This is an optimization exercise on Yosys and OpenROAD, whose aim is small area and a short achievable clock period, not a production implementation. The RTL was checked by simulation tests, not by an equivalence proof against the original design. Power and IR drop assume default switching activity.

===== flow/design.v =====
module lt_decode (
    input  wire [3:0]  fmt,
    input  wire [15:0] x,
    input  wire [7:0]  scale,
    output reg         is_nan,
    output reg         is_inf,
    output reg         fs,
    output reg  [11:0] v,
    output wire        nz,
    output reg  [7:0]  ef,
    output wire [7:0]  sc,
    output reg  [3:0]  tz
);
    wire is_mx = fmt[3] && (fmt[2:0] <= 3'd5);
    assign sc  = is_mx ? scale : 8'd127;
    wire scale_nan = is_mx && (scale == 8'hFF);
    wire [3:0] e43 = x[6:3];
    wire [4:0] e52 = x[6:2];
    wire [1:0] e23 = x[4:3];
    wire [2:0] e32 = x[4:2];
    wire [1:0] e21 = x[2:1];
    wire [7:0] ebf = x[14:7];
    wire [4:0] ehf = x[14:10];
    wire [7:0] i8  = x[7:0];
    reg fnan;
    always @(*) begin
        fnan   = 1'b0;
        is_inf = 1'b0;
        fs     = 1'b0;
        v      = 12'd0;
        ef     = 8'd0;
        case (fmt)
            4'd0, 4'd8: begin
                fs = x[7];
                if (e43 == 4'hF && x[2:0] == 3'h7) fnan = 1'b1;
                v  = {8'd0, (e43 != 4'd0), x[2:0]};
                ef = {4'd0, e43[3:1], e43[0] | (e43 == 4'd0)};
            end
            4'd1, 4'd9: begin
                fs = x[7];
                if (e52 == 5'h1F) begin
                    if (x[1:0] == 2'd0) is_inf = 1'b1;
                    else                fnan   = 1'b1;
                end
                v  = {9'd0, (e52 != 5'd0), x[1:0]};
                ef = {3'd0, e52[4:1], e52[0] | (e52 == 5'd0)};
            end
            4'd2, 4'd10: begin
                fs = x[5];
                v  = {8'd0, (e23 != 2'd0), x[2:0]};
                ef = {6'd0, e23[1], e23[0] | (e23 == 2'd0)};
            end
            4'd3, 4'd11: begin
                fs = x[5];
                v  = {9'd0, (e32 != 3'd0), x[1:0]};
                ef = {5'd0, e32[2:1], e32[0] | (e32 == 3'd0)};
            end
            4'd4, 4'd12: begin
                fs = x[3];
                v  = {10'd0, (e21 != 2'd0), x[0]};
                ef = {6'd0, e21[1], e21[0] | (e21 == 2'd0)};
            end
            4'd5, 4'd13: begin
                v  = {{4{i8[7]}}, i8};
            end
            4'd6: begin
                fs = x[15];
                if (ebf == 8'hFF) begin
                    if (x[6:0] == 7'd0) is_inf = 1'b1;
                    else                fnan   = 1'b1;
                end
                v  = {4'd0, (ebf != 8'd0), x[6:0]};
                ef = {ebf[7:1], ebf[0] | (ebf == 8'd0)};
            end
            4'd7: begin
                fs = x[15];
                if (ehf == 5'h1F) begin
                    if (x[9:0] == 10'd0) is_inf = 1'b1;
                    else                 fnan   = 1'b1;
                end
                v  = {1'b0, (ehf != 5'd0), x[9:0]};
                ef = {3'd0, ehf[4:1], ehf[0] | (ehf == 5'd0)};
            end
            default: fnan = 1'b1;
        endcase
        is_nan = fnan || scale_nan;
    end
    assign nz = (v != 12'd0) && !is_nan && !is_inf;
    integer k;
    always @(*) begin
        tz = 4'd0;
        for (k = 10; k >= 0; k = k - 1)
            if (v[k]) tz = k[3:0];
    end
endmodule
module lt_bias (
    input  wire [3:0]        fmt,
    output reg  signed [9:0] b
);
    always @(*) begin
        case (fmt[2:0])
            3'd0:    b = -10'sd137;    
            3'd1:    b = -10'sd144;    
            3'd2:    b = -10'sd131;    
            3'd3:    b = -10'sd132;    
            3'd4:    b = -10'sd129;    
            3'd5:    b = fmt[3] ? -10'sd133 : -10'sd127;    
            3'd6:    b = -10'sd261;    
            default: b = -10'sd152;    
        endcase
    end
endmodule
module lt_booth (
    input  wire [11:0] a,
    output reg  [5:0]  one,     
    output reg  [5:0]  two,     
    output reg  [5:0]  ng       
);
    integer k;
    reg [2:0] t;
    always @(*) begin
        for (k = 0; k < 6; k = k + 1) begin
            t = {a[2*k+1], a[2*k], (k == 0) ? 1'b0 : a[2*k-1]};
            one[k] = t[1] ^ t[0];
            two[k] = (t == 3'b100) || (t == 3'b011);
            ng[k]  = t[2];
        end
    end
endmodule
module lt_mul (
    input  wire [5:0]  one,
    input  wire [5:0]  two,
    input  wire [11:0] b,
    input  wire [5:0]  nx,
    output wire [22:0] p
);
    reg [12:0] row [0:5];
    integer k, i;
    always @(*) begin
        for (k = 0; k < 6; k = k + 1)
            for (i = 0; i < 13; i = i + 1)
                row[k][i] = ((one[k] && b[(i < 12) ? i : 11]) ||
                             (two[k] && (i > 0) && b[(i > 0) ? i - 1 : 0])) ^ nx[k];
    end
    wire w1 = row[0][10] ^ row[1][8];
    wire w2 = row[0][10] & row[1][8];
    wire w3 = row[0][11] ^ row[1][9];
    wire w4 = row[0][11] & row[1][9];
    wire w5 = row[0][12] ^ row[1][10];
    wire w6 = row[0][12] & row[1][10];
    wire w7 = row[0][12] ^ row[1][11];
    wire w8 = row[0][12] & row[1][11];
    wire w9 = ~row[0][12] ^ ~row[1][12];
    wire w10 = ~row[0][12] & ~row[1][12];
    wire w11 = row[0][6] ^ row[1][4];
    wire w12 = row[0][6] & row[1][4];
    wire w13 = row[0][7] ^ row[1][5];
    wire w14 = row[0][7] & row[1][5];
    wire w15 = row[0][8] ^ row[1][6] ^ row[2][4];
    wire w16 = (row[0][8] & row[1][6]) | (row[0][8] & row[2][4]) | (row[1][6] & row[2][4]);
    wire w17 = row[3][2] ^ row[4][0];
    wire w18 = row[3][2] & row[4][0];
    wire w19 = row[0][9] ^ row[1][7] ^ row[2][5];
    wire w20 = (row[0][9] & row[1][7]) | (row[0][9] & row[2][5]) | (row[1][7] & row[2][5]);
    wire w21 = row[3][3] ^ row[4][1];
    wire w22 = row[3][3] & row[4][1];
    wire w23 = row[2][6] ^ row[3][4] ^ row[4][2];
    wire w24 = (row[2][6] & row[3][4]) | (row[2][6] & row[4][2]) | (row[3][4] & row[4][2]);
    wire w25 = row[5][0] ^ nx[5] ^ w1;
    wire w26 = (row[5][0] & nx[5]) | (row[5][0] & w1) | (nx[5] & w1);
    wire w27 = row[2][7] ^ row[3][5] ^ row[4][3];
    wire w28 = (row[2][7] & row[3][5]) | (row[2][7] & row[4][3]) | (row[3][5] & row[4][3]);
    wire w29 = row[5][1] ^ w2 ^ w3;
    wire w30 = (row[5][1] & w2) | (row[5][1] & w3) | (w2 & w3);
    wire w31 = row[2][8] ^ row[3][6] ^ row[4][4];
    wire w32 = (row[2][8] & row[3][6]) | (row[2][8] & row[4][4]) | (row[3][6] & row[4][4]);
    wire w33 = row[5][2] ^ w4 ^ w5;
    wire w34 = (row[5][2] & w4) | (row[5][2] & w5) | (w4 & w5);
    wire w35 = row[2][9] ^ row[3][7] ^ row[4][5];
    wire w36 = (row[2][9] & row[3][7]) | (row[2][9] & row[4][5]) | (row[3][7] & row[4][5]);
    wire w37 = row[5][3] ^ w6 ^ w7;
    wire w38 = (row[5][3] & w6) | (row[5][3] & w7) | (w6 & w7);
    wire w39 = row[2][10] ^ row[3][8] ^ row[4][6];
    wire w40 = (row[2][10] & row[3][8]) | (row[2][10] & row[4][6]) | (row[3][8] & row[4][6]);
    wire w41 = row[5][4] ^ w8 ^ w9;
    wire w42 = (row[5][4] & w8) | (row[5][4] & w9) | (w8 & w9);
    wire w43 = 1'b1 ^ row[2][11] ^ row[3][9];
    wire w44 = (1'b1 & row[2][11]) | (1'b1 & row[3][9]) | (row[2][11] & row[3][9]);
    wire w45 = row[4][7] ^ row[5][5] ^ w10;
    wire w46 = (row[4][7] & row[5][5]) | (row[4][7] & w10) | (row[5][5] & w10);
    wire w47 = ~row[2][12] ^ row[3][10] ^ row[4][8];
    wire w48 = (~row[2][12] & row[3][10]) | (~row[2][12] & row[4][8]) | (row[3][10] & row[4][8]);
    wire w49 = 1'b1 ^ row[3][11];
    wire w50 = 1'b1 & row[3][11];
    wire w51 = row[0][4] ^ row[1][2];
    wire w52 = row[0][4] & row[1][2];
    wire w53 = row[0][5] ^ row[1][3];
    wire w54 = row[0][5] & row[1][3];
    wire w55 = row[2][2] ^ row[3][0] ^ nx[3];
    wire w56 = (row[2][2] & row[3][0]) | (row[2][2] & nx[3]) | (row[3][0] & nx[3]);
    wire w57 = row[2][3] ^ row[3][1] ^ w12;
    wire w58 = (row[2][3] & row[3][1]) | (row[2][3] & w12) | (row[3][1] & w12);
    wire w59 = nx[4] ^ w14 ^ w15;
    wire w60 = (nx[4] & w14) | (nx[4] & w15) | (w14 & w15);
    wire w61 = w16 ^ w18 ^ w19;
    wire w62 = (w16 & w18) | (w16 & w19) | (w18 & w19);
    wire w63 = w20 ^ w22 ^ w23;
    wire w64 = (w20 & w22) | (w20 & w23) | (w22 & w23);
    wire w65 = w24 ^ w26 ^ w27;
    wire w66 = (w24 & w26) | (w24 & w27) | (w26 & w27);
    wire w67 = w28 ^ w30 ^ w31;
    wire w68 = (w28 & w30) | (w28 & w31) | (w30 & w31);
    wire w69 = w32 ^ w34 ^ w35;
    wire w70 = (w32 & w34) | (w32 & w35) | (w34 & w35);
    wire w71 = w36 ^ w38 ^ w39;
    wire w72 = (w36 & w38) | (w36 & w39) | (w38 & w39);
    wire w73 = w40 ^ w42 ^ w43;
    wire w74 = (w40 & w42) | (w40 & w43) | (w42 & w43);
    wire w75 = row[5][6] ^ w44 ^ w46;
    wire w76 = (row[5][6] & w44) | (row[5][6] & w46) | (w44 & w46);
    wire w77 = row[4][9] ^ row[5][7] ^ w48;
    wire w78 = (row[4][9] & row[5][7]) | (row[4][9] & w48) | (row[5][7] & w48);
    wire w79 = ~row[3][12] ^ row[4][10] ^ row[5][8];
    wire w80 = (~row[3][12] & row[4][10]) | (~row[3][12] & row[5][8]) | (row[4][10] & row[5][8]);
    wire w81 = 1'b1 ^ row[4][11];
    wire w82 = 1'b1 & row[4][11];
    wire w83 = row[0][2] ^ row[1][0];
    wire w84 = row[0][2] & row[1][0];
    wire w85 = row[0][3] ^ row[1][1];
    wire w86 = row[0][3] & row[1][1];
    wire w87 = row[2][0] ^ nx[2] ^ w51;
    wire w88 = (row[2][0] & nx[2]) | (row[2][0] & w51) | (nx[2] & w51);
    wire w89 = row[2][1] ^ w52 ^ w53;
    wire w90 = (row[2][1] & w52) | (row[2][1] & w53) | (w52 & w53);
    wire w91 = w11 ^ w54 ^ w55;
    wire w92 = (w11 & w54) | (w11 & w55) | (w54 & w55);
    wire w93 = w13 ^ w56 ^ w57;
    wire w94 = (w13 & w56) | (w13 & w57) | (w56 & w57);
    wire w95 = w17 ^ w58 ^ w59;
    wire w96 = (w17 & w58) | (w17 & w59) | (w58 & w59);
    wire w97 = w21 ^ w60 ^ w61;
    wire w98 = (w21 & w60) | (w21 & w61) | (w60 & w61);
    wire w99 = w25 ^ w62 ^ w63;
    wire w100 = (w25 & w62) | (w25 & w63) | (w62 & w63);
    wire w101 = w29 ^ w64 ^ w65;
    wire w102 = (w29 & w64) | (w29 & w65) | (w64 & w65);
    wire w103 = w33 ^ w66 ^ w67;
    wire w104 = (w33 & w66) | (w33 & w67) | (w66 & w67);
    wire w105 = w37 ^ w68 ^ w69;
    wire w106 = (w37 & w68) | (w37 & w69) | (w68 & w69);
    wire w107 = w41 ^ w70 ^ w71;
    wire w108 = (w41 & w70) | (w41 & w71) | (w70 & w71);
    wire w109 = w45 ^ w72 ^ w73;
    wire w110 = (w45 & w72) | (w45 & w73) | (w72 & w73);
    wire w111 = w47 ^ w74 ^ w75;
    wire w112 = (w47 & w74) | (w47 & w75) | (w74 & w75);
    wire w113 = w49 ^ w76 ^ w77;
    wire w114 = (w49 & w76) | (w49 & w77) | (w76 & w77);
    wire w115 = w50 ^ w78 ^ w79;
    wire w116 = (w50 & w78) | (w50 & w79) | (w78 & w79);
    wire w117 = row[5][9] ^ w80 ^ w81;
    wire w118 = (row[5][9] & w80) | (row[5][9] & w81) | (w80 & w81);
    wire w119 = ~row[4][12] ^ row[5][10] ^ w82;
    wire w120 = (~row[4][12] & row[5][10]) | (~row[4][12] & w82) | (row[5][10] & w82);
    wire w121 = 1'b1 ^ row[5][11];
    wire w122 = 1'b1 & row[5][11];
    wire [22:0] x = {~row[5][12], w120, w118, w116, w114, w112, w110, w108, w106, w104, w102, w100, w98, w96, w94, w92, w90, w88, w86, w84, nx[1], row[0][1], row[0][0]};
    wire [22:0] y = {w122, w121, w119, w117, w115, w113, w111, w109, w107, w105, w103, w101, w99, w97, w95, w93, w91, w89, w87, w85, w83, 1'b0, nx[0]};
    assign p = x + y;
endmodule
module lt_clamp (
    input  wire [22:0] p,
    input  wire [4:0]  dc,
    input  wire        frc,
    output wire        clamp
);
    reg ge;
    integer i;
    always @(*) begin
        ge = 1'b0;
        for (i = 0; i < 22; i = i + 1)
            ge = ge | ((p[i] ^ p[22]) && (dc <= i));
    end
    assign clamp = frc || ge;
endmodule
module lt_tz (
    input  wire [11:0] v,
    output reg  [3:0]  tz
);
    integer k;
    always @(*) begin
        tz = 4'd0;
        for (k = 10; k >= 0; k = k - 1)
            if (v[k]) tz = k[3:0];
    end
endmodule
module lt_place (
    input  wire [22:0]  p,
    input  wire [7:0]   s8,
    input  wire         clamp,
    input  wire [127:0] hi,       
    output wire [127:0] t
);
    wire sg = p[22];
    wire cp = clamp && !sg;       
    wire cn = clamp && sg;        
    integer i, k, n;
    wire [3:0] r = s8[3:0];
    wire [3:0] q = s8[7:4];
    reg [37:0] f;
    always @(*) begin
        f = {{15{sg}}, p};
        for (k = 0; k < 4; k = k + 1)
            if (r[k])
                for (i = 37; i >= 0; i = i - 1)
                    f[i] = (i >= (1 << k)) ? f[(i >= (1 << k)) ? i - (1 << k) : 0] : 1'b0;
    end
    reg [9:0]   qsel;
    reg [10:0]  ext, extl;
    reg [127:0] u;
    integer m;
    always @(*) begin
        for (k = 0; k < 10; k = k + 1)
            qsel[k] = !clamp && (q == k);
        for (m = 0; m <= 10; m = m + 1) begin
            ext[m] = 1'b0;
            for (k = 0; k < m; k = k + 1)
                ext[m] = ext[m] | qsel[k];
            ext[m]  = ext[m] && sg;
            extl[m] = ext[m] || cp;
        end
        for (i = 0; i < 128; i = i + 1) begin
            m = 0;
            for (k = 0; k < 10; k = k + 1)
                if (i + 22 - 16 * k > 37) m = k + 1;
            u[i] = (i < 64) ? extl[m] : (ext[m] || (hi[i] ? cp : cn));
            for (k = 0; k < 10; k = k + 1) begin
                n = i + 22 - 16 * k;
                if (n >= 0 && n <= 37)
                    u[i] = u[i] | (qsel[k] && f[n]);
            end
        end
    end
    assign t = u;
endmodule
module lt_flush (
    input  wire [15:0] g,
    input  wire [15:0] p,
    input  wire        en,
    input  wire        clr,
    output wire [15:0] cin
);
    reg [15:0] gg, pp, gn, pn;
    integer i, l;
    always @(*) begin
        gg = g;
        pp = p;
        for (l = 1; l < 16; l = l * 2) begin
            gn = gg; pn = pp;
            for (i = 0; i < 16; i = i + 1)
                if (i >= l) begin
                    gn[i] = gg[i] | (pp[i] & gg[i-l]);
                    pn[i] = pp[i] & pp[i-l];
                end
            gg = gn; pp = pn;
        end
    end
    assign cin = {gg[14:0], 1'b0} & {16{en && !clr}};
endmodule
module long_acc4 (
    input  wire         clk,
    input  wire         rst,
    input  wire [1:0]   cmd,
    input  wire [8:0]   open_w,
    input  wire [5:0]   open_c,
    input  wire         open_clamp,
    input  wire         open_lost,
    input  wire [3:0]   fmt_a,
    input  wire [15:0]  a,
    input  wire [7:0]   scale_a,
    input  wire [3:0]   fmt_b,
    input  wire [63:0]  b,
    input  wire [31:0]  scale_b,
    output reg          out_valid,
    output wire [511:0] out_acc,
    output wire         out_clamp,
    output wire         out_lost
);
    localparam CMD_OPEN   = 2'd1;
    localparam CMD_UPDATE = 2'd2;
    localparam CMD_READ   = 2'd3;
    wire        ia_nan, ia_inf, ia_fs, ia_nz;
    wire [11:0] ia_v;
    wire [7:0]  ia_ef, ia_sc;
    wire [3:0]  ia_tz;
    wire [5:0]  ia_one, ia_two, ia_ng;
    lt_decode u_dec_a (
        .fmt(fmt_a), .x(a), .scale(scale_a),
        .is_nan(ia_nan), .is_inf(ia_inf), .fs(ia_fs), .v(ia_v), .nz(ia_nz),
        .ef(ia_ef), .sc(ia_sc), .tz(ia_tz)
    );
    lt_booth u_booth (.a(ia_v), .one(ia_one), .two(ia_two), .ng(ia_ng));
    reg         updD, rdD, clrD, oclD, olsD;
    reg [3:0]   faD, fbD;
    reg         anD, aiD, azD;
    reg [7:0]   aeD, asD;
    reg [3:0]   atD;
    reg [5:0]   oneD, twoD, ngD;
    reg [3:0]   negD;
    reg [11:0]  bvD  [0:3];
    reg [7:0]   beD  [0:3];
    reg [7:0]   bsD  [0:3];
    reg [3:0]   bnD, biD;
    reg signed [8:0] win_w;
    reg [5:0]   c_d;
    always @(posedge clk) begin
        updD <= !rst && (cmd == CMD_UPDATE);
        rdD  <= !rst && (cmd == CMD_READ);
        clrD <= rst || (cmd == CMD_OPEN);
        oclD <= !rst && open_clamp;
        olsD <= !rst && open_lost;
        faD  <= fmt_a;
        fbD  <= fmt_b;
        anD  <= ia_nan;
        aiD  <= ia_inf;
        azD  <= ia_nz;
        aeD  <= ia_ef;
        asD  <= ia_sc;
        atD  <= ia_tz;
        oneD <= ia_one;
        ngD  <= ia_ng;
        twoD <= ia_two;
        if (rst) begin
            win_w <= 9'sd0;
            c_d   <= 6'd0;
        end else if (cmd == CMD_OPEN) begin
            win_w <= open_w;
            c_d   <= open_c;
        end
    end
    genvar j;
    generate
        for (j = 0; j < 4; j = j + 1) begin : g_dec
            wire        ib_nan, ib_inf, ib_fs, ib_nz;
            wire [11:0] ib_v;
            wire [7:0]  ib_ef, ib_sc;
            wire [3:0]  ib_tz;
            lt_decode u_dec_b (
                .fmt(fmt_b), .x(b[16*j +: 16]), .scale(scale_b[8*j +: 8]),
                .is_nan(ib_nan), .is_inf(ib_inf), .fs(ib_fs), .v(ib_v), .nz(ib_nz),
                .ef(ib_ef), .sc(ib_sc), .tz(ib_tz)
            );
            always @(posedge clk) begin
                bvD[j] <= ib_v;
                beD[j] <= ib_ef;
                bsD[j] <= ib_sc;
                bnD[j] <= ib_nan;
                biD[j] <= ib_inf;
                negD[j] <= ia_fs ^ ib_fs;
            end
        end
    endgenerate
    wire signed [9:0] bias_a, bias_b;
    lt_bias u_bias_a (.fmt(faD), .b(bias_a));
    lt_bias u_bias_b (.fmt(fbD), .b(bias_b));
    wire signed [11:0] sh0 = $signed({4'd0, aeD}) + $signed({4'd0, asD})
                           + bias_a + bias_b - win_w;
    wire signed [11:0] kk  = $signed({5'd0, ~c_d[5:0]}) + 12'sd64;
    wire signed [11:0] sp0 = sh0 + 12'sd22;
    wire signed [11:0] dk  = kk - sh0;
    wire signed [11:0] lt0 = -(sh0 + $signed({8'd0, atD}));
    reg         rdM, clrM, oclM, olsM, updM;
    reg [5:0]   c_m;
    reg         fclM, flsM;
    reg [22:0]  pM   [0:3];
    reg [7:0]   sM   [0:3];
    reg [4:0]   dcM  [0:3];
    reg [3:0]   frcM;
    wire [3:0] fcl_n, fls_n;
    generate
        for (j = 0; j < 4; j = j + 1) begin : g_mul
            wire [22:0] p;
            lt_mul u_mul (
                .one(oneD), .two(twoD), .b(bvD[j]), .nx(ngD ^ {6{negD[j]}}), .p(p)
            );
            wire [3:0] btz;
            lt_tz u_tz (.v(bvD[j]), .tz(btz));
            wire b_nz   = (bvD[j] != 12'd0) && !bnD[j] && !biD[j];
            wire nz     = azD && b_nz;
            wire nan    = anD || bnD[j];
            wire inf    = !nan && (aiD || biD[j]);
            wire inf_nz = inf && (aiD || azD) && (biD[j] || b_nz);
            wire        [8:0]  e  = {1'b0, beD[j]} + {1'b0, bsD[j]};
            wire signed [11:0] sp = sp0 + $signed({3'd0, e});
            wire signed [11:0] d  = dk - $signed({3'd0, e});
            wire               lt = $signed({2'd0, e + {5'd0, btz}}) < lt0;
            wire [7:0] s8  = !(updD && nz) ? 8'hF0 : sp[11] ? 8'h00 : sp[7:0];
            wire [4:0] dc  = (updD && nz && !d[11] && (d < 12'sd22)) ? d[4:0] : 5'd31;
            wire       frc = updD && (inf_nz || (nz && d[11]));
            assign fcl_n[j] = updD && (nan || inf);
            assign fls_n[j] = updD && nz && lt;
            always @(posedge clk) begin
                pM[j]  <= p;
                sM[j]  <= s8;
                dcM[j]  <= dc;
                frcM[j] <= frc;
            end
        end
    endgenerate
    always @(posedge clk) begin
        rdM  <= rdD && !rst;
        updM <= updD;
        clrM <= clrD;
        oclM <= oclD;
        olsM <= olsD;
        fclM <= |fcl_n;
        flsM <= |fls_n;
        if (clrD)
            c_m <= c_d;
    end
    reg [127:0] hi;
    integer i;
    always @(*) begin
        for (i = 0; i < 128; i = i + 1)
            hi[i] = (i < 64) ? 1'b1 : (i == 127) ? 1'b0 : (c_m <= 6'(126 - i));
    end
    reg [127:0] acc [0:3];
    reg         flag_clamp, flag_lost;
    wire [3:0]  clB;
    generate
        for (j = 0; j < 4; j = j + 1) begin : g_acc
            wire [127:0] t, sum;
            lt_clamp u_clamp (.p(pM[j]), .dc(dcM[j]), .frc(frcM[j]), .clamp(clB[j]));
            lt_place u_place (
                .p(pM[j]), .s8(sM[j]), .clamp(clB[j]), .hi(hi), .t(t)
            );
            wire [127:0] ag = acc[j];
            reg  [15:1]  pc;
            wire [15:0]  pk = {pc, 1'b0};
            wire [16:0]  sc;                 
            wire [15:0]  lc;                 
            wire [15:0]  sg, sp;
            wire [128:0] cy;
            wire         fl = !updM && !clrM;
            genvar k;
            for (k = 0; k < 16; k = k + 1) begin : g_seg
                wire hi7 = &acc[j][8*k+1 +: 7];
                assign sg[k] = hi7 && acc[j][8*k] && pk[k];
                assign sp[k] = hi7 && (acc[j][8*k] ^ pk[k]);
            end
            lt_flush u_flush (.g(sg), .p(sp), .en(fl), .clr(clrM), .cin(lc));
            for (k = 0; k < 128; k = k + 1) begin : g_bit
                wire ci = (k % 8 == 0) ? (fl ? lc[k / 8] : (pk[k / 8] && !clrM)) : cy[k];
                wire tb = (k % 8 == 0) ? (t[k] || (fl && pk[k / 8])) : t[k];
                assign sum[k]  = ag[k] ^ tb ^ ci;
                assign cy[k+1] = (ag[k] & tb) | (ag[k] & ci) | (tb & ci);
            end
            for (k = 0; k < 16; k = k + 1) begin : g_sc
                assign sc[k+1] = cy[8*k+8];
            end
            assign cy[0] = 1'b0;
            assign sc[0] = 1'b0;
            always @(posedge clk) begin
                acc[j] <= sum & {128{!clrM}};
                pc     <= sc[15:1] & {15{updM}};
            end
            assign out_acc[128*j +: 128] = acc[j];
        end
    endgenerate
    always @(posedge clk) begin
        out_valid <= rdM && !rst;
        if (clrM) begin
            flag_clamp <= oclM;
            flag_lost  <= olsM;
        end else begin
            flag_clamp <= flag_clamp | fclM | (|clB);
            flag_lost  <= flag_lost  | flsM;
        end
    end
    assign out_clamp = flag_clamp;
    assign out_lost  = flag_lost;
endmodule

===== flow/flow/run.sh =====
#!/bin/bash
# The standard layout, with plain buffers (not delay buffers) on the ports and
# timing repair aimed at 19.3 ns of setup slack.
set -uo pipefail
export BUFFER_PORTS_ARGS="-buffer_cell sky130_fd_sc_hd__buf_1"
export SETUP_SLACK_MARGIN=19.3
bash standard.sh > standard.log 2>&1

===== flow/standard.sh =====
#!/bin/bash
# synth_recipe.tcl (not shown) runs the flow's synth.tcl, then flattens the netlist and writes it again
# the make line also repeats each setting of config.mk as NAME=value (left out here)
make -C /OpenROAD-flow-scripts/flow DESIGN_CONFIG=/design/flow/config.mk WORK_HOME=/design/flow/orfs CLKGATE_MAP_FILE= SYNTH_SCRIPT=/design/flow/synth_recipe.tcl "${@:-finish}"

===== flow/config.mk =====
export PLATFORM = sky130hd
export DESIGN_NAME = long_acc4
export DESIGN_NICKNAME = long_acc4
export VERILOG_FILES = /design/flow/design.v
export SDC_FILE = /design/flow/constraint.sdc
export NUM_CORES = 8
export LEC_CHECK = 0
export CAP_MARGIN = 20
export CORE_MARGIN = 2
export CORE_UTILIZATION = 35
export CTS_CLUSTER_DIAMETER = 110
export CTS_CLUSTER_SIZE = 22
export PLACE_DENSITY = 0.5
export SLEW_MARGIN = 20

===== flow/constraint.sdc =====
create_clock -name core_clock -period 26.0 [get_ports {clk}]
set_input_delay 5.2000 -clock core_clock [delete_from_list [all_inputs] [get_ports {clk}]]
set_output_delay 5.2000 -clock core_clock [all_outputs]
set_load 0.01 [all_outputs]

==> impl_results.md, run 1 <==
- Remaining Overflow, GRT: 0
- Total CTS buffers: 57
- Post-synthesis mux area share: 3.86%
- Reg-to-reg setup timing slack: ~19 ns
- CP required: 20.80 ns
- Asr flop ratio synth: 0%
- Hold-fix buffers, CTS: 0
- IO Pins: about 660
- Slew HR: 16.6%
- Pleak: roughly 0.037 uW
- Syn Nets: 10,400
- Pin count of the biggest net entering global routing: approximately 190
- Slew @ Worst Pin: 1.25 ns
- Final Hold Viols: 0
- CP arrival: around 1.5 ns
- Worst-path clk slew: 0.09 ns
- CTS tree: done
- CP max-delay cell: dfxtp_2
- Synth Area in Compound Gates: about a fifth
- WP buf/inv: 1
- Clock sink count: 929
- Largest family of logic cells by synthesized area: adder cells
- Total Die Area: between 200,000 and 250,000 um2
- CTS max path bufs: 3
- Sw power: between 7000 and 8000 uW
- CTS Root Cell: clkbuf_16
- Final worst-path cycle share: 25.6%
- Critical Path Max Stage Delay: ~0.45 ns
- Adder-Cell Fraction of Synth Area: between 20 and 25%
- Final Total Pwr: 14,400 uW
- Worst path top cell family by delay: flip-flops
- Critical path launch point type: flop
- Post-synth EDFFs: 6
- Yosys Warn Count: 24
- Die H: about 490 um
- Crit path cell chain: buf_1
- Final GP Congestion: around 0.97
- #FFs+latches synth: between 900 and 1,000
- Final antenna-violating net count: 0
- XOR/XNOR share of the synthesized area: around 8.8%
- NumNets Final: 10,800
- Drt first-iter violations: between 7,000 and 8,000
- Simple-Gate Fraction of Synth Area: between 10% and 20%
- Post-DP HPWL: ~260 mm
- Placeable Area: about 230,000 um2
- Sequential area share after synthesis: between 20% and 30%
- CP Class: reg -> out
- Initial core utilization: about a third
- Cell Area, Synth: between 80,000 and 90,000 um2
- Worst-Skew Late Latency: approximately 0.80 ns
- Cell Int Power: ~6700 uW
- Final setup TNS: 0 ns
- Seq pwr share: 16.8%
- Library cells used by synthesis: 100
- Via/cell ratio: 5.77
- Die Width: between 400 and 500 um
- Critical Path Sink Type: output port
- Finish-stage setup viols: 0
- TritonRoute pass-1 iters: 9
- Max Cap Violations: 0
- Post-route DRC: 0
- Avg WL per Cell: approximately 28 um
- All-layer global routing usage: ~29%
- Peak supply drop: roughly 0.12 mV
- First-pass GRT wire length: between 500 and 600 mm
- Hold_ws: about 0.33 ns
- Peak Freq: around 150 MHz
- Total Wirelength: roughly 350 mm
- Fill cells: between 20,000 and 25,000
- Via count: 72,900
- Cells after Synth: ~9,200
- Crit-path max FO: 7
- Yosys top cell by area: dfxtp_1
- Row cnt: about 180
- Min cycle time layout: roughly 6.7 ns
- Area of the multi-input gates: slightly below 60,000 um2
- Syn Area/Cell: 8.84 um2
- Initial antenna violation count: 10
- Final Slew Violations: 0
- Reg area: ~19,000 um2
- Sw Ratio: between 50% and 60%
- Power density cells: approximately 160 nW/um2
- Number of global-route vias before repair: approximately 70,000
- Area share of the largest cell type after synthesis: between 20% and 30%
- Share of layout cells above drive strength 1: approximately 9.8%
- PortBufs: approximately 660
- Status: complete, no violations
- Clock power share: under 10%
- Ranking of synthesized cells by area: dfxtp_1 23%, fa_1 17%, xnor2_1 6.1%
- Logic pwr share: around three quarters
- Placed cells: around 12,000
- Area delta synth->final: 11.5%
- Main flop type after synthesis: dfxtp_1
- H-tree Lvls: 2
- Hold WC Path Type: reg -> reg
- Layout Cells excl Fill: around 13,000
- Clock skew: between 0.08 and 0.09 ns
- RSZ-0062 raised after global routing: true
[cell type report]
type / instances / area share [%]
diodes: 11 / 0.0304
well taps: 3026 / 4.18
repair buffers: 936 / 5.59
inverters: 505 / 2.10
clock buffers: 63 / 1.63
multi-input cells: 7141 / 65.3
flip-flops and latches: 929 / 20.9
clock inverters: 23 / 0.347
[power by group through the flow]
stage | registers [uW] | logic, uW | clock network (uW)
after floorplan | 2260 | 7400 | 0
after global placement | 2460 | 10300 | 0
after detailed placement | 2470 | 10500 | 0
after CTS | 2420 | 10700 | 1070
after global routing | 2470 | 12000 | 1110
final | 2420 | 10900 | 1030
[worst paths after layout]
kind / start / end / cells after the start
worst max register to register: c_m[4] / acc[3][95] / 16
worst min-delay path: olsD / olsM / 0
worst max-delay path: acc[2][64] / out_acc[320] / 1
worst min register to register: olsD / olsM / 0
[cell families (layout without fill, tap and decap cells)]
group,Yosys count,after routing
AO/OA/AOI/OAI,2408,2408
XOR/XNOR,815,815
adder cells (fa/ha/maj),1088,1088
buffers and inverters,1127,1527
flip-flops,929,929
multiplexers,266,266
other,0,11
AND/OR/NAND/NOR,2563,2564
[cell usage after synthesis, types with 29 or more instances]
| master | number |
|---|---|
| dfxtp_1 | 923 |
| fa_1 | 705 |
| nand2_1 | 610 |
| nor2b_1 | 576 |
| xnor2_1 | 568 |
| clkbuf_1 | 528 |
| a21oi_1 | 521 |
| nor2_1 | 521 |
| inv_1 | 496 |
| o21ai_0 | 472 |
| a22oi_1 | 372 |
| ha_1 | 360 |
| xor2_1 | 243 |
| nand3_1 | 199 |
| mux2i_1 | 171 |
| a21o_1 | 124 |
| and2_1 | 115 |
| nor3_1 | 109 |
| o211ai_1 | 109 |
| nand2b_1 | 108 |
| o221ai_1 | 104 |
| nand4_1 | 89 |
| o22ai_1 | 88 |
| mux2_2 | 63 |
| o21bai_1 | 62 |
| a31oi_1 | 52 |
| and3_1 | 49 |
| buf_2 | 46 |
| buf_1 | 44 |
| or3_1 | 44 |
| a211oi_1 | 39 |
| a221o_1 | 39 |
| or2_2 | 39 |
| a221oi_1 | 37 |
| o2111ai_1 | 37 |
| o21ai_1 | 36 |
| mux4_2 | 32 |
| o221a_2 | 32 |
| o31ai_1 | 29 |
[through the flow]
stage	worst slack [ns]	utilization [%]	cell area (um2)
3_3_place_gp	17.95	37.8	87200
5_1_grt	19.28	39.3	90600
6_report	19.33	39.3	90600
2_1_floorplan	19.27	-	81400
4_1_cts	19.30	38.9	89800
3_5_place_dp	17.96	37.8	87200
[state kept, by name (all words and copies together) (netlist names), 6 cells and up]
name      count
asD           8
oneD          6
bvD          48
ngD           6
twoD          6
beD          32
pM           92
c_m           6
win_w         9
c_d           6
dcM          20
g_acc.pc     60
bsD          32
aeD           8
sM           32
acc         512
[layer usage]
layer | vias up | part of all wire [%] | GRT usage (%) | wire length (um)
li1 | 32900 | - | - | -
met1 | 35800 | 43 | 39.2 | 150000
met4 | 4 | 5.1 | 12.6 | 17700
met3 | 654 | 8.4 | 5.45 | 29300
met5 | - | 0.0091 | 0 | 32
met2 | 3444 | 44 | 43.8 | 153000
[placed cells by master, fill, tap and decap left out, types with 89 or more instances in the layout]
| cell type | count |
|---|---|
| inv_1 | 494 |
| nand3_1 | 196 |
| nor2_1 | 506 |
| nor2b_1 | 574 |
| dfxtp_1 | 761 |
| xnor2_1 | 556 |
| nand2b_1 | 106 |
| dfxtp_2 | 148 |
| o221ai_1 | 104 |
| buf_1 | 595 |
| and2_1 | 112 |
| xor2_1 | 239 |
| nand2_1 | 602 |
| buf_4 | 249 |
| a22oi_1 | 372 |
| mux2i_1 | 167 |
| o21ai_0 | 464 |
| o211ai_1 | 109 |
| ha_1 | 360 |
| a21o_1 | 123 |
| nand4_1 | 89 |
| a21oi_1 | 499 |
| fa_1 | 703 |
| nor3_1 | 100 |
[timing repair]
action / CTS / global route
gates cloned: 4 / 4
pin swaps: 3 / 12
buffers inserted: 16 / 32
gates resized for setup: 246 / 137
setup endpoints to repair: 376 / 187
==> run 2, diff against run 1 <==
==> flow/config.mk (replaced) <==
export PLATFORM = sky130hd
export DESIGN_NAME = long_acc4
export DESIGN_NICKNAME = long_acc4
export VERILOG_FILES = /design/flow/design.v
export SDC_FILE = /design/flow/constraint.sdc
export NUM_CORES = 8
export LEC_CHECK = 0
export CAP_MARGIN = 10
export CORE_MARGIN = 2
export CORE_UTILIZATION = 35
export CTS_CLUSTER_DIAMETER = 110
export CTS_CLUSTER_SIZE = 22
export SLEW_MARGIN = 10
==> impl_results.md, run 2 <==
- RSZ-0062 raised after global routing: true
- Final Total Pwr: 14,500 uW (+1.1%)
- Syn Area/Cell: 8.84 um2 (unchanged)
- #FFs+latches synth: 929 (unchanged)
- Sequential area share after synthesis: 23.0% (unchanged)
- Asr flop ratio synth: 0% (unchanged)
- Metal2 WL: 147 mm (-3.7%)
- Cells after Synth: 9,196 (unchanged)
- Top cells by count, synth: 923 x dfxtp_1, 705 x fa_1, 610 x nand2_1, 576 x nor2b_1, 568 x xnor2_1
- TritonRoute pass-1 iters: 9 (unchanged)
- Peak Freq: 150 MHz (-0.14%)
- Final Hold Viols: 0 (unchanged)
- CP required: 20.80 ns (about the same)
- Top routing layer used: met5
- Yosys top cell by area: dfxtp_1
- Crit path cell chain: buf_2
- Number of flip-flops in the largest register: 512 (unchanged)
- Critical path launch point type: flop
- Final worst-path cycle share: 25.7% (+0.037 points)
- Total Die Area: 236,000 um2 (unchanged)
- Final Cell Area: 90,800 um2 (+0.19%)
- Max Cap Violations: 0 (unchanged)
- Critical Path Sink Type: output port
- Avg WL per Cell: 27.2 um (-1.6%)
- Number of global-route vias before repair: 70,600 (+0.10%)
- All-layer global routing usage: 28.0% (-0.70 points)
- IO Pins: 664 (unchanged)
- Worst-path clk slew: 0.09 ns (about the same)
- Most common cell after layout, fill and taps aside: dfxtp_1
- Post-DP HPWL: 261 mm (-1.0%)
- CP Class: reg -> out
- Crit-path max FO: 3 (-4)
- First-pass GRT wire length: 494 mm (-2.1%)
- Initial antenna violation count: 13 (+3)
- CP max-delay cell: dfxtp_1
- Share of layout cells above drive strength 1: 10.5% (+0.73 points)
- Most frequent cells in the layout: 736 x dfxtp_1, 700 x fa_1, 603 x nand2_1
- Via/cell ratio: 5.87 (+1.7%)
- Slew @ Worst Pin: 1.44 ns (+0.189 ns)
- Status: complete, no violations
- Min cycle time layout: 6.68 ns (+0.00970 ns)
- Area share of the largest cell type after synthesis: 22.7% (unchanged)
- Final antenna-violating net count: 0 (unchanged)
- Syn Nets: 10,400 (unchanged)
- WP buf/inv: 1 (unchanged)
- Remaining Overflow, GRT: 0 (unchanged)
- Dpl ws: 18.20 ns (+0.247 ns)
- Dpl cell area: 87,100 um2 (-0.10%)
- Via count: 74,100 (+1.7%)
- Pleak: 0.0373 uW (+0.56%)
- NumNets Final: 10,800 (+0.019%)
- Worst-Skew Late Latency: 0.83 ns (+0.03 ns)
- Cell Area, Synth: 81,300 um2 (unchanged)
- Final GP Congestion: 0.990 (+2.3%)
- Finish-stage setup viols: 0 (unchanged)
- Worst path top cell family by delay: flip-flops
- Final setup TNS: 0 ns (unchanged)
- Critical Path Max Stage Delay: 0.43 ns (-0.02 ns)
- Die Width: 486 um (unchanged)
- H-tree Lvls: 2 (unchanged)
- CTS Root Cell: clkbuf_16
- CTS tree: done
- Library cells used by synthesis: 100 (unchanged)
- M1 WL: 143 mm (-4.4%)
- Main flop type after synthesis: dfxtp_1
- Met3 Wirelength: 35.4 mm (+21%)
- Post-route DRC: 0 (unchanged)
- Initial core utilization: 35.3% (unchanged)
- Hold WC Path Type: reg -> reg
- Total Wirelength: 344 mm (-1.6%)
- Post-synth EDFFs: 6 (unchanged)
- Biggest regs: acc: 512 flops, pM: 92 flops, g_acc.pc: 60 flops
- Area delta synth->final: 11.7%
- Biggest register: acc
- Die H: 486 um (unchanged)
- Ranking of synthesized cells by area: dfxtp_1 23%, fa_1 17%, xnor2_1 6.1%
- Setup ws final: 19.32 ns (-0.00970 ns)
- Total CTS buffers: 60 (+5.3%)
- Drt first-iter violations: 8,775 (+17%)
- Top-count cell post-synth: dfxtp_1
- Row cnt: 176 (unchanged)
- Final Slew Violations: 0 (unchanged)
- Slew HR: 3.90% (-13 points)
- Pin count of the biggest net entering global routing: 86 (-55%)
- Power density cells: 160 nW/um2 (+0.87%)
- Yosys Warn Count: 24 (unchanged)
- Placeable Area: 231,000 um2 (unchanged)
- CTS max path bufs: 3 (unchanged)
- Clock sink count: 929 (unchanged)
- Peak supply drop: 0.186 mV (+54%)
- Clock skew: 0.107 ns (+0.0189 ns)
- PortBufs: 663 (unchanged)
- CP arrival: 1.48 ns (about the same)
run 2: changes by cell type in the layout (fill, tap and decap cells not counted), moves of 4 or more:
cell       previous run  this run
buf_1               595       544
dfxtp_1             761       736
dfxtp_2             148       171
buf_16                6         2
clkbuf_16            60        66
buf_2                47        79
inv_6                 6         2
o21ai_2              13         7
buf_4               249       276
o21ai_1              31        37
run 2: report_power, final:
group | internal, uW | switching (uW) | leakage [uW]
clock | 479 | 621 | 0.000968
combinational | 4370 | 6620 | 0.0286
sequential | 1860 | 557 | 0.00768
total | 6700 | 7800 | 0.0373
run 2: path summary, 6_finish.rpt:
path	slack, ns	depth (start not counted)	endpoint	start
setup / recovery	19.32	1	out_acc[101]	acc[0][101]
hold / removal	0.33	0	olsM	olsD
setup reg to reg	19.38	15	acc[0][95]	c_m[4]
hold reg to reg	0.33	0	olsM	olsD
run 2: timing repair:
action | CTS | global route
setup endpoints to repair | 402 | 203
cloned | 1 | 5
pin swaps | 2 | 14
buffers inserted | 11 | 32
resized for setup | 337 | 153
hold buffers | 0 | 0
run 2: layout make-up:
| type | count | area [um2] |
|---|---|---|
| Fill cell | 23300 | 140000 |
| Multi-Input combinational cell | 7141 | 59100 |
| Sequential cell | 929 | 18900 |
| Timing Repair Buffer | 935 | 5020 |
| Tap cell | 3026 | 3790 |
| Inverter | 505 | 1900 |
| Clock buffer | 68 | 1570 |
| Clock inverter | 24 | 429 |
| Antenna cell | 8 | 20.0 |
run 2: cell families (layout without fill, tap and decap cells):
logic type	count (synthesis)	count (layout)	share of synthesized area (%)
and+or+nand+nor	2563	2564	16.0
AOI/OAI and AO/OA	2408	2408	19.9
buffers and inverters	1127	1532	5.30
adders and majority gates	1088	1088	23.2
DFF	929	929	23.0
xor gates and xnor gates	815	815	8.85
muxes	266	266	3.86
other	0	8	0
run 2: metal layers:
metal  track usage [%]  vias to the layer above
met5                 0                        -
met2              42.0                     4115
li1                  -                    32900
met1              38.1                    36300
met4              12.3                        8
met3              6.51                      796
run 2: metrics by stage:
stage,hold WS (ns),utilization [%],std cells
2_1_floorplan,0.310,-,9196
3_3_place_gp,0.311,37.8,12500
3_5_place_dp,0.315,37.8,12500
4_1_cts,0.336,39.0,12600
5_1_grt,0.342,39.4,12600
6_report,0.333,39.4,12600
run 2: worst register-to-register path, stage by stage, from the launching register on:
cell and delay [ns]:
edfxtp_1 0.40, buf_4 0.27, o21ai_2 0.83, nand2_1 0.83
xnor2_1 0.39, a222oi_1 0.28, nand3_1 0.17, fa_1 0.44
fa_1 0.41, fa_1 0.39, fa_1 0.39, fa_1 0.39
fa_1 0.39, fa_1 0.39, fa_1 0.42, nor2b_1 0.13
==> run 3, diff against run 2 <==
--- a/flow/config.mk
+++ b/flow/config.mk
@@ -5,9 +5,9 @@
 export SDC_FILE = /design/flow/constraint.sdc
 export NUM_CORES = 8
 export LEC_CHECK = 0
-export CAP_MARGIN = 10
+export CAP_MARGIN = 20
 export CORE_MARGIN = 2
 export CORE_UTILIZATION = 35
 export CTS_CLUSTER_DIAMETER = 110
 export CTS_CLUSTER_SIZE = 22
-export SLEW_MARGIN = 10
+export SLEW_MARGIN = 20
==> impl_results.md, run 3 <==
- Number of flip-flops in the largest register: 512 (unchanged)
- Share of layout cells above drive strength 1: 9.85% (-0.65 points)
- Cells after Synth: 9,196 (unchanged)
- Dpl ws: 18.17 ns (-0.0334 ns)
- Number of global-route vias before repair: 70,500 (-0.085%)
- Via/cell ratio: 5.87 (about the same)
- Avg WL per Cell: 27.2 um (-0.26%)
- Hold-fix buffers, CTS: 0 (unchanged)
- Row cnt: 176 (unchanged)
- GR Layer Usage met1: 38.1% (+0.049 points)
- Pin count of the biggest net entering global routing: 86 (unchanged)
- TritonRoute pass-1 iters: 10 (+1)
- Die H: 486 um (unchanged)
- Drt first-iter violations: 9,003 (+2.6%)
- WP depth: 1 (unchanged)
- #FFs+latches synth: 929 (unchanged)
- Status: complete, no violations
- RSZ-0062 raised after global routing: true
- Slew HR: 14.5% (+11 points)
- Pleak: 0.0371 uW (-0.40%)
- Post-route DRC: 0 (unchanged)
- Finish-stage setup viols: 0 (unchanged)
- Power density cells: 159 nW/um2 (-0.30%)
- CP Class: reg -> out
- Reg-to-reg setup timing slack: 19.48 ns (+0.10 ns)
- Biggest register: acc
- GRT Max-Usage Layer: met2
- Syn Nets: 10,400 (unchanged)
- Initial core utilization: 35.3% (unchanged)
- Placeable Area: 231,000 um2 (unchanged)
- Final setup TNS: 0 ns (unchanged)
- Peak Freq: 150 MHz (about the same)
- Ranking of synthesized cells by area: dfxtp_1 23%, fa_1 17%, xnor2_1 6.1%
- Critical path launch point type: flop
- Clock sink count: 929 (unchanged)
- WP buf/inv: 1 (unchanged)
- CTS tree: done
- Sequential area share after synthesis: 23.0% (unchanged)
- Reg2reg end: acc[0][95]
- Final GP Congestion: 0.990 (unchanged)
- All-layer global routing usage: 27.9% (-0.10 points)
- Syn Area/Cell: 8.84 um2 (unchanged)
- Min cycle time layout: 6.67 ns (-0.00230 ns)
- Worst path top cell family by delay: flip-flops
- Reg area: 18,900 um2 (-0.33%)
- Crit path from: acc[2][104]
- CP arrival: 1.47 ns (about the same)
- Cell Area, Synth: 81,300 um2 (unchanged)
- Total CTS buffers: 58 (-3.3%)
- Final worst-path cycle share: 25.7% (about the same)
- CP required: 20.80 ns (about the same)
- Area share of the largest cell type after synthesis: 22.7% (unchanged)
- Top cells by count, synth: 923 x dfxtp_1, 705 x fa_1, 610 x nand2_1, 576 x nor2b_1, 568 x xnor2_1
- Dpl cell area: 87,200 um2 (about the same)
- Area of the multi-input gates: 59,100 um2 (about the same)
- Yosys top cell by area: dfxtp_1
- Critical Path End: out_acc[360]
- CP max-delay cell: dfxtp_1
- Final Hold Viols: 0 (unchanged)
- Crit-path max FO: 4 (+1)
- Critical Path Sink Type: output port
- Max Cap Violations: 0 (unchanged)
- Biggest regs: acc: 512 flops, pM: 92 flops, g_acc.pc: 60 flops
- Via count: 74,100 (+0.030%)
- CTS max path bufs: 3 (unchanged)
- M3 GR Usage: 6.22% (-0.29 points)
- Final antenna-violating net count: 0 (unchanged)
- Post-synth EDFFs: 6 (unchanged)
- Total Wirelength: 343 mm (-0.28%)
- Most common cell after layout, fill and taps aside: dfxtp_1
- Die Width: 486 um (unchanged)
- Fill cells: 23,300 (+0.27%)
- Clock skew: 0.130 ns (+0.0233 ns)
- Worst-Skew Late Latency: 0.81 ns (-0.02 ns)
- Final Cell Area: 90,500 um2 (-0.30%)
- Post-DP HPWL: 261 mm (about the same)
- Total Die Area: 236,000 um2 (unchanged)
- Top-count cell post-synth: dfxtp_1
- Library cells used by synthesis: 100 (unchanged)
- Met2 GRT Util: 42.1% (+0.11 points)
- Most frequent cells in the layout: 786 x dfxtp_1, 700 x fa_1, 605 x nand2_1
- NumNets Final: 10,800 (+0.0093%)
- Final core occ: 39.3% (-0.12 points)
- Initial antenna violation count: 13 (unchanged)
- Worst-path clk slew: 0.10 ns (about the same)
- Area delta synth->final: 11.3%
- Critical Path Max Stage Delay: 0.50 ns (+0.07 ns)
- Crit path cell chain: buf_1
- Main flop type after synthesis: dfxtp_1
- Setup ws final: 19.33 ns (+0.00230 ns)
- Hold WC Path Type: reg -> reg
- First-pass GRT wire length: 493 mm (-0.21%)
- CTS Root Cell: clkbuf_16
- Asr flop ratio synth: 0% (unchanged)
- IO Pins: 664 (unchanged)
- Worst R2R Start: c_m[4]
- H-tree Lvls: 2 (unchanged)
- PortBufs: 663 (unchanged)
- Remaining Overflow, GRT: 0 (unchanged)
- Final Slew Violations: 0 (unchanged)
- Yosys Warn Count: 24 (unchanged)
- Final Total Pwr: 14,400 uW (-0.60%)
- FF-to-FF path depth: 15 (unchanged)
- Slew @ Worst Pin: 1.27 ns (-0.162 ns)
- Peak supply drop: 0.167 mV (-9.8%)
run 3: cell counts after synthesis:
Identical to the previous run, type by type.
run 3: metal layers:
metal / part of all wire [%] / vias to the layer above
li1: - / 32900
met1: 42 / 36300
met2: 43 / 4171
met3: 10 / 741
met4: 5.0 / 8
met5: 0.014 / -
run 3: kinds of logic (layout without fill, tap and decap cells):
logic type                 after synthesis  after routing  share of synthesized area [%]
and+or+nand+nor                       2563           2564                           16.0
DFF                                    929            929                           23.0
AOI/OAI and AO/OA                     2408           2408                           19.9
muxes                                  266            266                           3.86
adders and majority gates             1088           1088                           23.2
buffers and inverters                 1127           1530                           5.30
other                                    0              7                              0
xor gates and xnor gates               815            815                           8.85
run 3: final cells by class:
cell class | count | area share (%)
well taps | 3026 | 4.18
clock buffers | 64 | 1.66
clock inverters | 23 | 0.348
repair buffers | 938 | 5.53
inverters | 505 | 2.10
multi-input cells | 7141 | 65.3
flip-flops and latches | 929 | 20.8
diodes | 7 | 0.0194
run 3: power breakdown:
part | switching, uW | leakage, uW | internal [uW]
combinational | 6600 | 0.0286 | 4380
clock | 596 | 0.000885 | 435
sequential | 557 | 0.00766 | 1850
run 3: worst min-delay path by stage:
stage / from / endpoint / cells past startpoint
floorplan: oclD / oclM / 0
global placement: olsD / olsM / 0
detailed placement: olsD / olsM / 0
CTS: olsD / olsM / 0
global route: olsD / olsM / 0
finish: olsD / olsM / 0
run 3: timing repair:
action / 4_1_cts / 5_1_grt
buffers inserted: 12 / 31
gates cloned: 1 / 6
pin swaps: 1 / 18
gates resized for setup: 248 / 157
setup endpoints to repair: 339 / 208
endpoints found under the hold margin: 0 / 0
run 3: per-stage QoR:
step / hold WS (ns) / instances
3_3_place_gp: 0.311 / 12500
6_report: 0.332 / 12600
5_1_grt: 0.340 / 12600
4_1_cts: 0.335 / 12600
2_1_floorplan: 0.310 / 9196
3_5_place_dp: 0.315 / 12500
==> run 4, diff against run 3 <==
--- a/flow/config.mk
+++ b/flow/config.mk
@@ -7,7 +7,7 @@
 export LEC_CHECK = 0
 export CAP_MARGIN = 20
 export CORE_MARGIN = 2
-export CORE_UTILIZATION = 35
+export CORE_UTILIZATION = 30
 export CTS_CLUSTER_DIAMETER = 110
 export CTS_CLUSTER_SIZE = 22
 export SLEW_MARGIN = 20
==> impl_results.md, run 4 <==
- Crit-path max FO: 3 (-1)
- Critical Path Max Stage Delay: 0.51 ns (about the same)
- Peak supply drop: 0.149 mV (-11%)
- CTS tree: done
- Placeable Area: 270,000 um2 (+17%)
- Logic pwr share: 75.7% (-0.4 points)
- Sw power: 7710 uW (-0.52%)
- Asr flop ratio synth: 0% (unchanged)
- Total CTS buffers: 60 (+3.4%)
- Top cells by count, synth: 923 x dfxtp_1, 705 x fa_1, 610 x nand2_1, 576 x nor2b_1, 568 x xnor2_1
- Post-synth EDFFs: 6 (unchanged)
- Cells after Synth: 9,196 (unchanged)
- WP buf/inv: 1 (unchanged)
- Final worst-path cycle share: 25.7% (about the same)
- Most frequent cells in the layout: 821 x dfxtp_1, 697 x fa_1, 602 x nand2_1
- Cell Area, Synth: 81,300 um2 (unchanged)
- Worst hold stages: 0 (unchanged)
- Post-route DRC: 0 (unchanged)
- Setup ws final: 19.33 ns (+0.000800 ns)
- NumNets Final: 10,800 (+0.18%)
- Die Width: 525 um (+7.9%)
- Top-count cell post-synth: dfxtp_1
- Clock skew: 0.0346 ns (-0.0954 ns)
- Sw Ratio: 53.7% (-0.065 points)
- Critical Path Sink Type: output port
- Share of layout cells above drive strength 1: 9.62% (-0.23 points)
- Yosys Warn Count: 24 (unchanged)
- Area delta synth->final: 12.4%
- Pin count of the biggest net entering global routing: 89 (+3.5%)
- TritonRoute pass-1 iters: 8 (-2)
- Initial core utilization: 30.1% (-5.2 points)
- PortBufs: 663 (unchanged)
- Finish-stage setup viols: 0 (unchanged)
- Number of global-route vias before repair: 68,500 (-2.8%)
- Slew @ Worst Pin: 1.40 ns (+0.124 ns)
- Fill cells: 28,200 (+21%)
- Layout Cells excl Fill: 13,200 (+4.5%)
- Reg-to-reg setup timing slack: 19.48 ns (about the same)
- Hold-fix buffers, CTS: 0 (unchanged)
- Library cells used by synthesis: 100 (unchanged)
- All-layer global routing usage: 24.1% (-3.8 points)
- Clock power share: 7.5% (+0.3 points)
- Placed cells: 13,000 (+4.5%)
- Hold WC Path Type: reg -> reg
- Crit path cell chain: buf_1
- Avg WL per Cell: 26.1 um (-3.8%)
- Min cycle time layout: 6.67 ns (-0.000800 ns)
- Slew HR: 6.46% (-8.1 points)
- Remaining Overflow, GRT: 0 (unchanged)
- Peak Freq: 150 MHz (about the same)
- CTS Root Cell: clkbuf_16
- Syn Area/Cell: 8.84 um2 (unchanged)
- Drt first-iter violations: 9,264 (+2.9%)
- Sequential area share after synthesis: 23.0% (unchanged)
- Cell Int Power: 6650 uW (-0.25%)
- End of the worst hold path: olsM
- Seq pwr share: 16.8% (about the same)
- CTS max path bufs: 3 (unchanged)
- Worst R2R Start: dcM[2][0]
- Clock sink count: 929 (unchanged)
- Biggest regs: acc: 512 flops, pM: 92 flops, g_acc.pc: 60 flops
- Hold path start: olsD
- CP Class: reg -> out
- H-tree Lvls: 2 (unchanged)
- Area share of the largest cell type after synthesis: 22.7% (unchanged)
- Ranking of synthesized cells by area: dfxtp_1 23%, fa_1 17%, xnor2_1 6.1%
- Number of flip-flops in the largest register: 512 (unchanged)
- Pleak: 0.0372 uW (+0.24%)
- Max Cap Violations: 0 (unchanged)
- Worst-path clk slew: 0.09 ns (about the same)
- Via count: 73,600 (-0.67%)
- Final Hold Viols: 0 (unchanged)
- Most common cell after layout, fill and taps aside: dfxtp_1
- Final setup TNS: 0 ns (unchanged)
- Yosys top cell by area: dfxtp_1
- Power density cells: 157 nW/um2 (-1.3%)
- First-pass GRT wire length: 494 mm (+0.18%)
- Final Total Pwr: 14,400 uW (-0.40%)
- Biggest register: acc
- Worst-Skew Late Latency: 0.76 ns (-0.05 ns)
- FF-to-FF path depth: 24 (+9)
- IO Pins: 664 (unchanged)
- Row cnt: 191 (+8.5%)
- Total Wirelength: 345 mm (+0.46%)
- Critical path launch point type: flop
- #FFs+latches synth: 929 (unchanged)
- Final Slew Violations: 0 (unchanged)
- Total Die Area: 275,000 um2 (+17%)
- CP max-delay cell: dfxtp_1
- Dpl ws: 18.18 ns (+0.00640 ns)
- Post-DP HPWL: 263 mm (+0.71%)
- Via/cell ratio: 5.58 (-4.9%)
- Status: complete, no violations
- RSZ-0062 raised after global routing: true
- Final antenna-violating net count: 0 (unchanged)
- Syn Nets: 10,400 (unchanged)
- CP arrival: 1.47 ns (about the same)
- Reg2reg end: acc[2][47]
- Initial antenna violation count: 18 (+5)
- Die H: 525 um (+7.9%)
- CP required: 20.80 ns (about the same)
- Main flop type after synthesis: dfxtp_1
- Final GP Congestion: 1.01 (+1.7%)
- Worst path top cell family by delay: flip-flops
-- run 4: how the worst max path moves through the flow --
stage / start / to / slack, ns / depth (start not counted)
final: acc[2][78] / out_acc[334] / 19.33 / 1
after global routing: dcM[3][2] / acc[3][55] / 19.21 / 21
after CTS: acc[0][11] / out_acc[11] / 19.30 / 1
after detailed placement: pM[1][22] / acc[1][71] / 18.18 / 23
after global placement: pM[1][22] / acc[1][71] / 18.20 / 23
after floorplan: fmt_a[0] / atD[0] / 19.27 / 13
-- run 4: cell families after synthesis --
logic type	share of synthesized area (%)
and+or+nand+nor	16.0
AOI/OAI and AO/OA	19.9
buffers and inverters	5.30
adders and majority gates	23.2
DFF	23.0
xor gates and xnor gates	8.85
muxes	3.86
-- run 4: per-layer routing --
metal | wire [um] | share of wire [%] | global-route usage (%) | vias to the layer above
li1 | - | - | - | 33000
met1 | 146000 | 42 | 33.5 | 35700
met2 | 143000 | 42 | 35.0 | 4178
met3 | 38600 | 11 | 6.11 | 729
met4 | 17200 | 5.0 | 10.2 | 14
met5 | 89 | 0.026 | 0 | -
-- run 4: timing repair --
item / CTS / global route
buffers inserted: 10 / 40
hold endpoints to repair: 0 / 0
pin swaps: 3 / 21
resized for setup: 206 / 159
endpoints found under the setup margin: 270 / 204
gates cloned: 0 / 5
-- run 4: layout make-up --
type / count / area (um2) / area share (%)
inverter: 505 / 1900 / 2.08
clock buffer: 67 / 1570 / 1.72
tap: 3570 / 4470 / 4.89
timing repair buffer: 955 / 5060 / 5.54
clock inverter: 25 / 348 / 0.381
multi-input combinational: 7141 / 59200 / 64.8
antenna: 4 / 10.0 / 0.0110
sequential: 929 / 18800 / 20.6
-- run 4: through the flow --
| stage | area, um2 | util (%) | hold WS, ns |
|---|---|---|---|
| after floorplan | 81400 | - | 0.310 |
| after global placement | 87900 | 32.5 | 0.313 |
| after detailed placement | 87900 | 32.5 | 0.314 |
| after CTS | 90400 | 33.5 | 0.331 |
| after global routing | 91400 | 33.8 | 0.348 |
| final | 91400 | 33.8 | 0.329 |
-- run 4: power groups by stage --
| stage | combinational [uW] | clock [uW] | sequential, uW |
|---|---|---|---|
| 2_1_floorplan | 7400 | 0 | 2260 |
| 3_3_place_gp | 10300 | 0 | 2470 |
| 3_5_place_dp | 10400 | 0 | 2470 |
| 4_1_cts | 10500 | 1100 | 2410 |
| 5_1_grt | 11900 | 1140 | 2460 |
| 6_report | 10900 | 1070 | 2420 |
==> run 5, diff against run 4 <==
==> flow/flow/run.sh (replaced) <==
#!/bin/bash
# The standard layout, with plain buffers (not delay buffers) on the ports and
# timing repair aimed at 19.35 ns of setup slack.
set -uo pipefail
export BUFFER_PORTS_ARGS="-buffer_cell sky130_fd_sc_hd__buf_1"
export SETUP_SLACK_MARGIN=19.35
bash standard.sh > standard.log 2>&1
--- a/flow/config.mk
+++ b/flow/config.mk
@@ -7,7 +7,7 @@
 export LEC_CHECK = 0
 export CAP_MARGIN = 20
 export CORE_MARGIN = 2
-export CORE_UTILIZATION = 30
+export CORE_UTILIZATION = 35
 export CTS_CLUSTER_DIAMETER = 110
 export CTS_CLUSTER_SIZE = 22
 export SLEW_MARGIN = 20
==> impl_results.md, run 5 <==
- Critical Path Sink Type: output port
- Top-count cell post-synth: dfxtp_1
- Yosys Warn Count: 24 (unchanged)
- Biggest register: acc
- Row cnt: 176 (-7.9%)
- Yosys top cell by area: dfxtp_1
- Fill cells: 23,200 (-18%)
- Post-DP HPWL: 262 mm (-0.38%)
- Finish-stage setup viols: 0 (unchanged)
- Total Die Area: 236,000 um2 (-14%)
- CP arrival: 1.45 ns (-0.02 ns)
- Setup ws final: 19.35 ns (+0.0262 ns)
- Worst path top cell family by delay: flip-flops
- Sequential area share after synthesis: 23.0% (unchanged)
- Final GP Congestion: 1.01 (+0.38%)
- Number of flip-flops in the largest register: 512 (unchanged)
- Slew @ Worst Pin: 1.35 ns (-0.0443 ns)
- Share of layout cells above drive strength 1: 13.0% (+3.4 points)
- WP buf/inv: 1 (unchanged)
- Clock sink count: 929 (unchanged)
- Final setup TNS: 0 ns (unchanged)
- CTS tree: done
- Initial core utilization: 35.3% (+5.2 points)
- Final Slew Violations: 0 (unchanged)
- Syn Area/Cell: 8.84 um2 (unchanged)
- NumNets Final: 10,800 (-0.17%)
- Worst-path clk slew: 0.10 ns (about the same)
- Area share of the largest cell type after synthesis: 22.7% (unchanged)
- Crit path cell chain: buf_2
- Pin count of the biggest net entering global routing: 84 (-5.6%)
- Hold WC Path Type: reg -> reg
- Via count: 73,800 (+0.25%)
- Drt first-iter violations: 8,841 (-4.6%)
- Worst R2R Start: c_m[3]
- Reg-to-reg setup timing slack: 19.35 ns (-0.13 ns)
- Post-synth EDFFs: 6 (unchanged)
- CP max-delay cell: dfxtp_1
- Most common cell after layout, fill and taps aside: fa_1
- CTS max path bufs: 3 (unchanged)
- Biggest regs: acc: 512 flops, pM: 92 flops, g_acc.pc: 60 flops
- Placed cells: 12,500 (-4.3%)
- Number of global-route vias before repair: 70,700 (+3.1%)
- Critical path launch point type: flop
- Die Width: 486 um (-7.4%)
- Crit path from: acc[3][24]
- Worst-Skew Late Latency: 0.83 ns (+0.07 ns)
- Avg WL per Cell: 27.4 um (+4.7%)
- H-tree Lvls: 2 (unchanged)
- Reg2reg end: acc[0][95]
- First-pass GRT wire length: 495 mm (+0.27%)
- Pleak: 0.0376 uW (+1.1%)
- Via/cell ratio: 5.85 (+4.7%)
- Power density cells: 159 nW/um2 (+1.2%)
- Critical Path Max Stage Delay: 0.45 ns (-0.06 ns)
- Status: complete, no violations
- Dpl ws: 18.43 ns (+0.259 ns)
- TritonRoute pass-1 iters: 11 (+3)
- Library cells used by synthesis: 100 (unchanged)
- FF-to-FF path depth: 15 (-38%)
- Slew HR: 9.43% (+3.0 points)
- Hold-fix buffers, CTS: 0 (unchanged)
- Asr flop ratio synth: 0% (unchanged)
- Layout Cells excl Fill: 12,600 (-4.3%)
- Post-route DRC: 0 (unchanged)
- Total CTS buffers: 60 (unchanged)
- Final core occ: 39.6% (+5.7 points)
- CP required: 20.80 ns (about the same)
- IO Pins: 664 (unchanged)
- Final antenna-violating net count: 0 (unchanged)
- Total Wirelength: 345 mm (+0.18%)
- Cells after Synth: 9,196 (unchanged)
- Min cycle time layout: 6.65 ns (-0.0262 ns)
- Peak Freq: 150 MHz (+0.39%)
- Initial antenna violation count: 9 (-9)
- Final Hold Viols: 0 (unchanged)
- Max Cap Violations: 0 (unchanged)
- Hold_ws: 0.332 ns (+0.00290 ns)
- Clock skew: 0.134 ns (+0.0991 ns)
- Die H: 486 um (-7.4%)
- Most frequent cells in the layout: 698 x fa_1, 606 x nand2_1, 574 x nor2b_1
- CP Class: reg -> out
- Area delta synth->final: 12.2%
- Critical Path End: out_acc[408]
- Crit-path max FO: 5 (+2)
- #FFs+latches synth: 929 (unchanged)
- CTS Root Cell: clkbuf_16
- Syn Nets: 10,400 (unchanged)
- PortBufs: 663 (unchanged)
- WP depth: 1 (unchanged)
- Placeable Area: 231,000 um2 (-15%)
- Top cells by count, synth: 923 x dfxtp_1, 705 x fa_1, 610 x nand2_1, 576 x nor2b_1, 568 x xnor2_1
- Cell Area, Synth: 81,300 um2 (unchanged)
- RSZ-0062 raised after global routing: true
- Ranking of synthesized cells by area: dfxtp_1 23%, fa_1 17%, xnor2_1 6.1%
- Worst hold stages: 0 (unchanged)
- All-layer global routing usage: 28.0% (+4.0 points)
- Main flop type after synthesis: dfxtp_1
- Peak supply drop: 0.148 mV (-0.57%)
- Final worst-path cycle share: 25.6% (-0.10 points)
- Remaining Overflow, GRT: 0 (unchanged)
==> run 5: cell counts after synthesis <==
No cell type changed its count.
==> run 5: worst min path at each step <==
stage	slack [ns]	endpoint	from
2_1_floorplan	0.31	oclM	oclD
3_3_place_gp	0.31	olsM	olsD
3_5_place_dp	0.31	olsM	olsD
4_1_cts	0.34	olsM	olsD
5_1_grt	0.34	olsM	olsD
6_report	0.33	olsM	olsD
==> run 5: stage by stage <==
step	power (uW)	area, um2
2_1_floorplan	9660	81400
3_3_place_gp	12700	87100
3_5_place_dp	12900	87100
4_1_cts	14200	90300
5_1_grt	15700	91200
6_report	14500	91200
==> run 5: area by class of cell <==
class / instances / area (um2) / share of cell area [%]
antenna: 3 / 7.51 / 0.00823
clock buffer: 65 / 1540 / 1.69
clock inverter: 24 / 378 / 0.414
inverter: 505 / 1900 / 2.08
multi-input combinational: 7141 / 59200 / 64.9
sequential: 929 / 19200 / 21.1
tap: 3026 / 3790 / 4.15
timing repair buffer: 937 / 5200 / 5.70
==> run 5: per-layer routing <==
metal  part of all wire, %  wire (um)  track usage, %  vias up
met5                0.0038         13               0        -
met4                   5.0      17200            11.8        2
met3                   9.7      33500            5.55      714
met2                    43     149000            42.8     4011
met1                    42     145000            38.5    36200
li1                      -          -               -    32900
==> run 5: where the power goes <==
group | switching, uW | internal (uW) | leakage (uW)
Clock | 613 | 452 | 0.000932
Sequential | 542 | 1880 | 0.00778
Combinational | 6600 | 4430 | 0.0289
Total | 7750 | 6760 | 0.0376
==> run 5: cells by family after synthesis <==
kind of cell	after synthesis	synth area share, %
and+or+nand+nor	2563	16.0
AOI/OAI and AO/OA	2408	19.9
buffers and inverters	1127	5.30
adders and majority gates	1088	23.2
DFF	929	23.0
xor gates and xnor gates	815	8.85
muxes	266	3.86
==> run 5: repair_timing <==
item                                    CTS  global route
hold endpoints to repair                  0             0
pin swaps                                 1            26
cloned                                    1             7
endpoints found under the setup margin  530           201
setup buffers                            16            32
resized for setup                       596           190

-- afterwards: timing with drivers on the ports --
No port has a modelled driver above. Below, the same layouts with a new extraction and two added sets of constraints.
Step 1, drivers: a clkbuf_16 drives clk and a buf_2 each remaining input, both assumed.
Step 2 moves the port delays by t, midway between the first and last clock arrival at a register: inputs arrive t later, outputs are due t later. That takes back most of the time a late clock gives input paths.
a / b / c = ideal ports / drivers / drivers and shift; a / b = the first two.
run	t, ns	setup slack, ns	worst setup path after step 2	clock arrival spread, ns	worst slew at a driven data input, ns
run 1	0.851	19.334 / 19.236 / 18.680	input to register	0.088 / 0.088	0.13
run 2	0.880	19.324 / 19.225 / 18.658	input to register	0.106 / 0.106	0.10
run 3	0.843	19.326 / 19.232 / 18.682	input to register	0.130 / 0.130	0.09
run 4	0.859	19.327 / 19.221 / 18.747	input to register	0.049 / 0.049	0.07
run 5	0.859	19.353 / 19.258 / 18.717	input to register	0.138 / 0.139	0.08
After both steps every run listed still meets setup and hold. The setup slack of run 2, which loses most, moves by -0.099 ns with the drivers and by -0.666 ns with both steps.
